This design comes from an exercise in tuning for small area, a short achievable clock period and few clock cycles per item on the open sky130 flow, not from production work. RTL that was checked went through simulation tests only; none was proved equivalent to the original.

==> module lys_comp, before the edit <==
module lys_comp (
    input  wire        clk,
    input  wire        rst,
    input  wire        start,
    input  wire        clear,
    input  wire        handover,
    input  wire        form,       
    input  wire        unwind,
    input  wire [31:0] r,
    input  wire [31:0] y,
    input  wire [31:0] u0,
    input  wire [31:0] b0,
    input  wire [31:0] b1,
    input  wire [31:0] b2,
    input  wire [31:0] a1,
    input  wire [31:0] a2,
    input  wire [31:0] ki,
    input  wire [31:0] umin,
    input  wire [31:0] umax,
    input  wire [31:0] imin,
    input  wire [31:0] imax,
    output reg         done,
    output wire [31:0] u,
    output reg         sat
);
    reg  [9:1] p;                
    wire       p0 = ~|p;
    reg        fq, hq, uq;
    reg signed [31:0] e1, e2, h1, h2, ireg;
    reg signed [31:0] lo_u, hi_u, lo_i, hi_i;   
    reg signed [31:0] ed;        
    reg        [31:0] xc;        
    reg        [63:0] ps, pc;    
    reg               pneg;      
    reg signed [63:0] acc;       
    reg signed [31:0] q;         
    reg               msq;       
    reg signed [31:0] it;        
    reg               itlt;      
    reg               f_ubad, f_ibad;
    reg               sm_e1, sm_e, sm_e2, sm_h1, sm_h2, msub;
    reg               af, ai, aa;   
    assign u = it;
    wire fin = (p[7] & ~fq) | p[9];
    wire [31:0] ma = ({32{sm_e1}} & e1) | ({32{sm_e}} & ed) | ({32{sm_e2}} & e2) |
                     ({32{sm_h1}} & h1) | ({32{sm_h2}} & h2);
    wire [63:0] ms, mc;
    lys_mul mul (.a(ma), .x(xc), .sub(msub), .s(ms), .c(mc));
    wire m_neg = (|ma) & (|xc) & (ma[31] ^ xc[31] ^ msub);
    wire [31:0] xn = ({32{p0}}          & b1) |
                     ({32{p[1] &  fq}}  & ki) |
                     ({32{(p[1] & ~fq) | (p[2] & fq)}} & b0) |
                     ({32{(p[2] & ~fq) | (p[3] & fq)}} & b2) |
                     ({32{(p[3] & ~fq) | (p[4] & fq)}} & a1) |
                     ({32{(p[4] & ~fq) | p[5]}}        & a2);
    wire [63:0] opa  = ({64{~af & ~ai}} & acc) |
                       ({64{ai}} & {{5{ireg[31]}}, ireg, 27'd0});
    wire [63:0] tsum = opa + ps + pc;
    wire        ovf  = (opa[63] == pneg) && (tsum[63] != opa[63]);
    wire [63:0] asat = ovf ? (opa[63] ? 64'h8000_0000_0000_0000
                                      : 64'h7FFF_FFFF_FFFF_FFFF) : tsum;
    wire        mv_up  = tsum[26] & ((|tsum[25:0]) | tsum[27]);
    wire        mv_ok  = ((tsum[63:58] == 6'd0) && !((&tsum[57:27]) && mv_up)) ||
                         (tsum[63:58] == 6'h3F);
    wire [31:0] mv_q   = tsum[58:27] + {31'd0, mv_up};
    wire        a_msat = ovf || !mv_ok;
    wire [31:0] a_q    = a_msat ? ((ovf ? opa[63] : tsum[63]) ? 32'h8000_0000 : 32'h7FFF_FFFF)
                                : mv_q;
    wire signed [31:0] w = p[1] ? hi_i : p[2] ? it : q;
    wire        w_lo = w < lo_i;
    wire        w_hi = w > hi_i;
    wire [31:0] itc  = (f_ibad || w_lo) ? lo_i : w_hi ? hi_i : w;
    wire signed [32:0] usum = {it[31], it} + {q[31], q};
    wire signed [31:0] uraw = (usum[32] != usum[31]) ? (usum[32] ? 32'sh8000_0000 : 32'sh7FFF_FFFF)
                                                     : usum[31:0];
    wire signed [31:0] v = p[1] ? hi_u : p[2] ? it : fq ? acc[31:0] : q;
    wire        v_lt = v < lo_u;
    wire        v_lo = f_ubad || v_lt;
    wire        v_hi = v > hi_u;
    wire [31:0] u_n  = v_lo ? lo_u : v_hi ? hi_u : v;
    wire        sat_n = v_lo || v_hi || (!fq && msq);
    wire [31:0] i_n  = !sat_n ? it :
                       !uq    ? ireg :
                       v_hi   ? (itlt ? it : ireg) :
                                (itlt ? ireg : it);
    wire signed [32:0] e_sub = {acc[31], acc[31:0]} - {acc[63], acc[63:32]};
    always @(posedge clk) begin
        fq    <= form;
        hq    <= handover;
        uq    <= unwind;
        lo_u  <= umin;
        hi_u  <= umax;
        lo_i  <= imin;
        hi_i  <= imax;
        xc    <= xn;
        ps    <= ms;
        pc    <= mc;
        pneg  <= m_neg;
        q     <= a_q;
        msq   <= a_msat;
        sm_e1 <= p0;
        sm_e  <= p[1] | (p[2] & fq);
        sm_e2 <= (p[2] & ~fq) | (p[3] & fq);
        sm_h1 <= (p[3] & ~fq) | (p[4] & fq);
        sm_h2 <= (p[4] & ~fq) | p[5];
        msub  <= (p[3] & ~fq) | p[4] | p[5];
        af    <= p[1];
        ai    <= p[2] & fq;
        aa    <= p[1] | (p[2] & ~fq) | p[3] | p[4] | p[5] | (p[6] & fq);
        if (p0)
            acc <= {y, r};
        else if (p[8])
            acc <= {q, uraw};
        else if (aa)
            acc <= asat;
        if (p[1])
            ed <= (e_sub[32] != e_sub[31]) ? (e_sub[32] ? 32'h8000_0000 : 32'h7FFF_FFFF)
                                           : e_sub[31:0];
        if (p[1]) begin
            f_ubad <= v_lt;
            f_ibad <= w_lo;
        end
        if (p0)
            it <= u0;
        else if (p[4])
            it <= itc;
        else if (fin)
            it <= u_n;
        if (p[5])
            itlt <= it < ireg;
        if (fin)
            sat <= sat_n;
    end
    always @(posedge clk) begin
        if (rst) begin
            p    <= 9'd0;
            done <= 1'b0;
            e1   <= 32'd0;
            e2   <= 32'd0;
            h1   <= 32'd0;
            h2   <= 32'd0;
            ireg <= 32'd0;
        end else begin
            done <= fin;
            p    <= {p[8], p[7] & fq, p[6:1] & {6{~fin}}, p0 & start};
            if (p0) begin
                if (clear) begin
                    e1   <= 32'd0;
                    e2   <= 32'd0;
                    h1   <= 32'd0;
                    h2   <= 32'd0;
                    ireg <= 32'd0;
                end else if (start && handover) begin
                    e1 <= 32'd0;
                    e2 <= 32'd0;
                end
            end else if (fin) begin
                e2 <= e1;
                e1 <= ed;
                h2 <= h1;
                h1 <= fq ? acc[63:32] : u_n;
                if (fq)
                    ireg <= i_n;
            end else if (p[2] && hq) begin
                h1   <= fq ? 32'd0 : u_n;
                h2   <= fq ? 32'd0 : u_n;
                ireg <= itc;
            end
        end
    end
endmodule
clock: 21.0 ns
lec_check: 0
cap_margin: 20
core_margin: 2
core_utilization: 40
slew_margin: 20
standard.sh (not shown) runs the stock make flow with config.mk's settings and CLKGATE_MAP_FILE= SYNTH_SCRIPT=/design/flow/synth_recipe.tcl, a recipe that flattens the netlist after the stock synthesis.
==> flow/flow/run.sh <==
#!/bin/bash
# Own layout flow: the standard synthesis and ORFS layout unchanged, except
# that timing repair (floorplan, CTS, global route) is asked for a setup slack
# of SETUP_SLACK_MARGIN ns, so that the design is sized for a shorter period
# than the clock's. Each step's full output goes to a log file here.
set -uo pipefail
export SETUP_SLACK_MARGIN=15
bash standard.sh synth > log_synth.txt 2>&1 || exit 1
bash standard.sh finish > log_finish.txt 2>&1 || exit 1
Then changed:
--- a/flow/design.v
+++ b/flow/design.v
@@ -39,6 +39,7 @@
     reg               itlt;      
     reg               f_ubad, f_ibad;
     reg               sm_e1, sm_e, sm_e2, sm_h1, sm_h2, msub;
+    reg               clr_q;
     reg               af, ai, aa;   
     assign u = it;
     wire fin = (p[7] & ~fq) | p[9];
@@ -98,7 +99,8 @@
         pneg  <= m_neg;
         q     <= a_q;
         msq   <= a_msat;
-        sm_e1 <= p0;
+        sm_e1 <= p0 & ~handover;    
+        clr_q <= clear | rst;
         sm_e  <= p[1] | (p[2] & fq);
         sm_e2 <= (p[2] & ~fq) | (p[3] & fq);
         sm_h1 <= (p[3] & ~fq) | (p[4] & fq);
@@ -135,37 +137,30 @@
         if (rst) begin
             p    <= 9'd0;
             done <= 1'b0;
+        end else begin
+            done <= fin;
+            p    <= {p[8], p[7] & fq, p[6:1] & {6{~fin}}, p0 & start};
+        end
+        if (clr_q) begin
             e1   <= 32'd0;
             e2   <= 32'd0;
             h1   <= 32'd0;
             h2   <= 32'd0;
             ireg <= 32'd0;
-        end else begin
-            done <= fin;
-            p    <= {p[8], p[7] & fq, p[6:1] & {6{~fin}}, p0 & start};
-            if (p0) begin
-                if (clear) begin
-                    e1   <= 32'd0;
-                    e2   <= 32'd0;
-                    h1   <= 32'd0;
-                    h2   <= 32'd0;
-                    ireg <= 32'd0;
-                end else if (start && handover) begin
-                    e1 <= 32'd0;
-                    e2 <= 32'd0;
-                end
-            end else if (fin) begin
-                e2 <= e1;
-                e1 <= ed;
-                h2 <= h1;
-                h1 <= fq ? acc[63:32] : u_n;
-                if (fq)
-                    ireg <= i_n;
-            end else if (p[2] && hq) begin
-                h1   <= fq ? 32'd0 : u_n;
-                h2   <= fq ? 32'd0 : u_n;
-                ireg <= itc;
-            end
+        end else if (fin) begin
+            e2 <= e1;
+            e1 <= ed;
+            h2 <= h1;
+            h1 <= fq ? acc[63:32] : u_n;
+            if (fq)
+                ireg <= i_n;
+        end else if (p[1] && hq) begin
+            e1 <= 32'd0;
+            e2 <= 32'd0;
+        end else if (p[2] && hq) begin
+            h1   <= fq ? 32'd0 : u_n;
+            h2   <= fq ? 32'd0 : u_n;
+            ireg <= itc;
         end
     end
 endmodule
Worst setup slack gets worse by 0.027 ns.
Die area came out higher slightly.
First-iteration DRC count came out higher by a little under a tenth.
Via count came out higher slightly.
Final cell count came out higher slightly.
Fmax came out lower slightly.
Non-clock buffer count came out higher by 26.
Sequential share of layout area came out lower by 0.33 points.
Synthesized cell count came out higher slightly.
Clock skew came out higher by 0.025 ns.
Testbench counts after the change, summed over its fixed seeds: cycles 19,330, steps 1,920.
For the first run of this note, only the layout was checked, not whether the RTL still works.

-- re-timing with driven ports --
How much do the figures lean on ideal ports? The routed layouts below were timed once more, with nothing changed but the port constraints. Step 1: set_driving_cell puts a clkbuf_16 on clk and a buf_2 on each other input, an assumption about the parent block. Step 2 adds t to the input delays and takes it off the output delays; t is the mean of the earliest and latest rising clock arrival at the registers after step 1. Input paths then give back, and output paths get back, about the clock's delay inside the block. a / b / c = no drivers / after step 1 / after step 2; a / b = the first two.
run | t (ns) | slack for setup (ns) | cell pins on the clock port's net
the first run | 0.764 | 15.006 / 14.931 / 14.314 | 1
the second run | 0.782 | 14.980 / 14.925 / 14.641 | 1
After both steps setup and hold are still met in every run listed. The setup slack of the first run, which loses most, moves by -0.075 ns with the drivers and by -0.692 ns with both steps.
